Background: an optimization exercise with open tools, aiming at small area, a short achievable clock period and few clock cycles per item. Do not read the settings as production practice. Only simulation tests tie the RTL to the original design; equivalence was not proved.

==> try-tundra <==
Design aes_slice, start of the top module:
module aes_slice (
    input  wire         clk,
    input  wire         rst,
    input  wire         key_load,
    input  wire         key256,
    input  wire [255:0] key_in,
    input  wire         start,
    input  wire         decrypt,
    input  wire [127:0] din,
    output wire         busy,
    output reg          done,
    output reg  [127:0] dout
);
clock: 8.5 ns
lec_check: 0
abc_area: 1
cap_margin: 20
core_margin: 2
core_utilization: 40
place_density: 0.6
setup_slack_margin: 4.5
slew_margin: 20
standard.sh (not shown) runs the stock make flow with config.mk's settings and CLKGATE_MAP_FILE= SYNTH_SCRIPT=/design/flow/synth_recipe.tcl, a recipe that flattens the netlist after the stock synthesis.
==> flow/flow/run.sh <==
#!/bin/bash
# Layout flow: the standard layout (standard.sh, ORFS synthesis to
# final layout, unchanged), except that Yosys's extraction of full and half
# adders is turned off (ADDER_MAP_FILE empty). The AES logic is almost all
# XOR, and the extracted ha/fa cells map it slower and larger than plain
# gates. Registers and their names are those of the standard synthesis.
# ORFS writes each step's full log under orfs/logs/; make's own output goes
# to flow_make.log here.
set -euo pipefail
bash standard.sh ADDER_MAP_FILE= finish > flow_make.log 2>&1
==> try-nickel (differences from try-tundra) <==
--- a/flow/design.v
+++ b/flow/design.v
@@ -24,16 +24,13 @@
     reg [255:0] ws, wm;      
     reg [47:0]  tk;          
     reg         vs, vm;      
     reg         ds, dm;      
     reg         ks, km;      
     reg [3:0]   rs, rm;      
-    reg         lastm;       
     reg         pv;
-    reg         busy_q;      
-    reg         dispatch_q;  
     reg         pd;
     reg [127:0] pdin;
     function [11:0] sbf_a;
         input [7:0] a;
         reg t1, t2, t3, t4, t5, t6, t7, t8, t9, t10, t11, t12, t13, t14, t15, t16, t17, t18, t19, t20, t21, t22, t23, t24, t25, t26, t27, t28, t29, t30, t31, t32, t33, t34, t35, t36, t37, t38, t39, t40, t41, t42, t43, t44, t45, t46, t47, t48, t49, t50, t51, t52, t53, t54, t55, t56, t57, t58, t59, t60, t61, t62, t63, t64, t65, t66, t67, t68, t69, t70, t71, t72, t73, t74, t75, t76, t77, t78, t79, t80, t81, t82;
         begin
@@ -540,23 +537,26 @@
         key_sb_b = {sbf_b(x[47:36]), sbf_b(x[35:24]), sbf_b(x[23:12]), sbf_b(x[11:0])};
     endfunction
     function [7:0] rcon;
         input       k2;
         input       back;
         input [3:0] r;
-        reg   [3:0] i;
         begin
-            i = k2 ? ((back ? r + 4'd2 : r + 4'd1) >> 1) : (back ? r + 4'd1 : r);
-            rcon[0] = (i == 4'd1) || (i == 4'd9);
-            rcon[1] = (i == 4'd2) || (i == 4'd9) || (i == 4'd10);
-            rcon[2] = (i == 4'd3) || (i == 4'd10);
-            rcon[3] = (i == 4'd4) || (i == 4'd9);
-            rcon[4] = (i == 4'd5) || (i == 4'd9) || (i == 4'd10);
-            rcon[5] = (i == 4'd6) || (i == 4'd10);
-            rcon[6] = (i == 4'd7);
-            rcon[7] = (i == 4'd8);
+            case ({k2, back, r})
+                {2'b00, 4'd1},  {2'b01, 4'd0},  {2'b10, 4'd1},  {2'b11, 4'd0}:  rcon = 8'h01;
+                {2'b00, 4'd2},  {2'b01, 4'd1},  {2'b10, 4'd3},  {2'b11, 4'd2}:  rcon = 8'h02;
+                {2'b00, 4'd3},  {2'b01, 4'd2},  {2'b10, 4'd5},  {2'b11, 4'd4}:  rcon = 8'h04;
+                {2'b00, 4'd4},  {2'b01, 4'd3},  {2'b10, 4'd7},  {2'b11, 4'd6}:  rcon = 8'h08;
+                {2'b00, 4'd5},  {2'b01, 4'd4},  {2'b10, 4'd9},  {2'b11, 4'd8}:  rcon = 8'h10;
+                {2'b00, 4'd6},  {2'b01, 4'd5},  {2'b10, 4'd11}, {2'b11, 4'd10}: rcon = 8'h20;
+                {2'b00, 4'd7},  {2'b01, 4'd6},  {2'b10, 4'd13}, {2'b11, 4'd12}: rcon = 8'h40;
+                {2'b00, 4'd8},  {2'b01, 4'd7}:                                  rcon = 8'h80;
+                {2'b00, 4'd9},  {2'b01, 4'd8}:                                  rcon = 8'h1b;
+                {2'b00, 4'd10}, {2'b01, 4'd9}:                                  rcon = 8'h36;
+                default:                                                        rcon = 8'h00;
+            endcase
         end
     endfunction
     function [255:0] key_step;
         input [255:0] w;
         input [31:0]  sw;
         input         k2;
@@ -588,51 +588,41 @@
     generate
         for (gi = 0; gi < 16; gi = gi + 1) begin : g_sa
             assign m_next[12*gi +: 12] = sbd_a(s_in[8*gi +: 8], ds);
         end
     endgenerate
     wire [255:0] wm_next = key_step(ws, key_sb_b(tk), ks, ds, rs);
-    wire [127:0] rk = wm[255:128];
+    wire [3:0]   nrm   = km ? 4'd14 : 4'd10;
+    wire         lastm = dm ? (rm == 4'd0) : (rm == nrm);
+    wire [127:0] rk    = wm[255:128];
     wire [127:0] sb;
     generate
         for (gi = 0; gi < 16; gi = gi + 1) begin : g_sb
             assign sb[8*gi +: 8] = sbd_b(m[12*gi +: 12], dm);
         end
     endgenerate
     wire [127:0] mc   = mix_columns(dm ? pre_inv_mix(sb ^ rk) : sb);
     wire [127:0] rout = (lastm ? sb : mc) ^ ((dm && !lastm) ? 128'd0 : rk);
     wire [3:0] nr = k256 ? 4'd14 : 4'd10;
-    wire acc_key = key_load && !busy_q;
-    wire acc_blk = start && !busy_q;
+    wire slot_free = !vm || lastm;
+    wire order_ok  = !vs || !ks || k256;
+    wire dispatch  = pv && slot_free && order_ok && (!pd || dvalid);
+    assign busy = pv && !dispatch;
+    wire acc_key = key_load && !busy;
+    wire acc_blk = start && !busy;
     wire [255:0] src = pd ? kd : ke;
-    wire       xp_end   = xp_on && xp_ph && (xp_r == nr);
-    wire       pv_n     = acc_blk || (pv && !dispatch_q);
-    wire       pd_n     = acc_blk ? decrypt : pd;
-    wire       k256_n   = acc_key ? key256 : k256;
-    wire       dvalid_n = !acc_key && (dvalid || xp_end);
-    wire       vs_n     = dispatch_q || (vm && !lastm);
-    wire       ks_n     = dispatch_q ? k256 : km;
-    wire       vm_n     = vs;
-    wire       lastm_n  = ds ? (rs == 4'd0) : (rs == (ks ? 4'd14 : 4'd10));
-    wire       disp_n   = pv_n && (!vm_n || lastm_n) && (!vs_n || !ks_n || k256_n)
-                          && (!pd_n || dvalid_n);
-    assign busy = busy_q;
     always @(posedge clk) begin
         done <= vm && lastm;
         dout <= rout;
-        dispatch_q <= disp_n;
-        busy_q     <= pv_n && !disp_n;
-        lastm      <= lastm_n;
-        pv         <= pv_n;
         m  <= m_next;
         wm <= wm_next;
         vm <= vs;
         dm <= ds;
         km <= ks;
         rm <= rs;
-        if (dispatch_q) begin
+        if (dispatch) begin
             s  <= pdin ^ src[255:128];
             ws <= src;
             tk <= key_sb_a(sw_sel(src, k256, pd));
             vs <= 1'b1;
             ds <= pd;
             ks <= k256;
@@ -656,13 +646,16 @@
                 if (xp_r == nr) begin
                     xp_on  <= 1'b0;
                     dvalid <= 1'b1;
                 end
             end
         end
+        if (dispatch)
+            pv <= 1'b0;
         if (acc_blk) begin
+            pv   <= 1'b1;
             pd   <= decrypt;
             pdin <= din;
         end
         if (acc_key) begin
             ke     <= key_in;
             kd     <= key_in;
@@ -670,17 +663,15 @@
             dvalid <= 1'b0;
             xp_on  <= 1'b1;
             xp_ph  <= 1'b0;
             xp_r   <= 4'd1;
         end
         if (rst) begin
-            done       <= 1'b0;
-            vs         <= 1'b0;
-            vm         <= 1'b0;
-            pv         <= 1'b0;
-            busy_q     <= 1'b0;
-            dispatch_q <= 1'b0;
-            xp_on      <= 1'b0;
-            dvalid     <= 1'b0;
+            done   <= 1'b0;
+            vs     <= 1'b0;
+            vm     <= 1'b0;
+            pv     <= 1'b0;
+            xp_on  <= 1'b0;
+            dvalid <= 1'b0;
         end
     end
 endmodule
==> flow/run.sh (new file) <==
#!/bin/bash
# synth_recipe.tcl (not shown) runs the flow's synth.tcl, then flattens the netlist and writes it again
# the make line also repeats each setting of config.mk as NAME=value (left out here)
make -C /OpenROAD-flow-scripts/flow DESIGN_CONFIG=/design/flow/config.mk WORK_HOME=/design/flow/orfs CLKGATE_MAP_FILE= SYNTH_SCRIPT=/design/flow/synth_recipe.tcl finish
- SETUP_SLACK_MARGIN: 4.5 -> not set
removed: flow/flow/run.sh
removed: flow/standard.sh
==> results.tsv <==
stage	metric	value	unit
global_route	gr usage total	34.5	%
final_layout	inverters	1757	
min_path	Worst Hold Launch	rs[1]	
logic_synthesis	post-synthesis xor/xnor area fraction	15.7	%
run_status	status	complete, no violations	
setup_path	CP Class	flip-flop to output port	
global_route	met2 GRT Util	49.2	%
sta	Fmax achieved	145	MHz
final_layout	number of sequential storage elements	1729	
global_route	vias in the first global route	114284	
logic_synthesis	Avg Cell Area, Syn	6.59	sq um
drt	initial DRC count	17278	
(the above is from try-nickel)
==> results.tsv <==
stage	metric	value	unit
global_route	met2 GRT Util	46.9	%
setup_path	CP Depth	16	
drt	initial DRC count	15884	
global_route	gr usage total	33.1	%
final_layout	fraction of area in multi-input gates	55.6	%
logic_synthesis	Avg Cell Area, Syn	6.72	sq um
global_route	vias in the first global route	113226	
final_layout	fraction of layout cells with a size suffix above 1	26.1	%
min_path	Worst Hold Launch	rs[0]	
run_status	status	complete, no violations	
sta	Fmax achieved	244	MHz
setup_path	CP Class	flip-flop to flip-flop	
drt	# DRC	0	
(the above is from try-tundra)
Testbench counts of try-tundra, summed over its fixed seeds: cycles 4,861, blocks 384.
Testbench counts of try-nickel, summed over its fixed seeds: cycles 4,861, blocks 384.

==> re-timing with driven ports <==
No port has a modelled driver above. Below, the same layouts with a new extraction and two added sets of constraints.
Step 1 sets driving cells, clkbuf_16 on the clock port and buf_2 on the other inputs (assumed; they add their load-dependent delay and slew).
Step 2 adds t to the input delays and takes it off the output delays; t is the mean of the earliest and latest rising clock arrival at the registers after step 1. Input paths then give back, and output paths get back, about the clock's delay inside the block.
Slacks: no drivers / after step 1 / after step 2; pairs: no drivers / after step 1.
run | shift t [ns] | setup WS [ns] | worst setup path after step 2 | latest minus earliest clock arrival (ns)
try-tundra | 1.014 | 4.396 / 4.396 / 3.586 | input to register | 0.098 / 0.097
try-nickel | 1.012 | 1.604 / 1.488 / 2.499 | register to output | 0.070 / 0.069
After both steps every run listed still meets setup and hold. The setup slack of try-tundra, which loses most, moves by 0.000 ns with the drivers and by -0.810 ns with both steps.
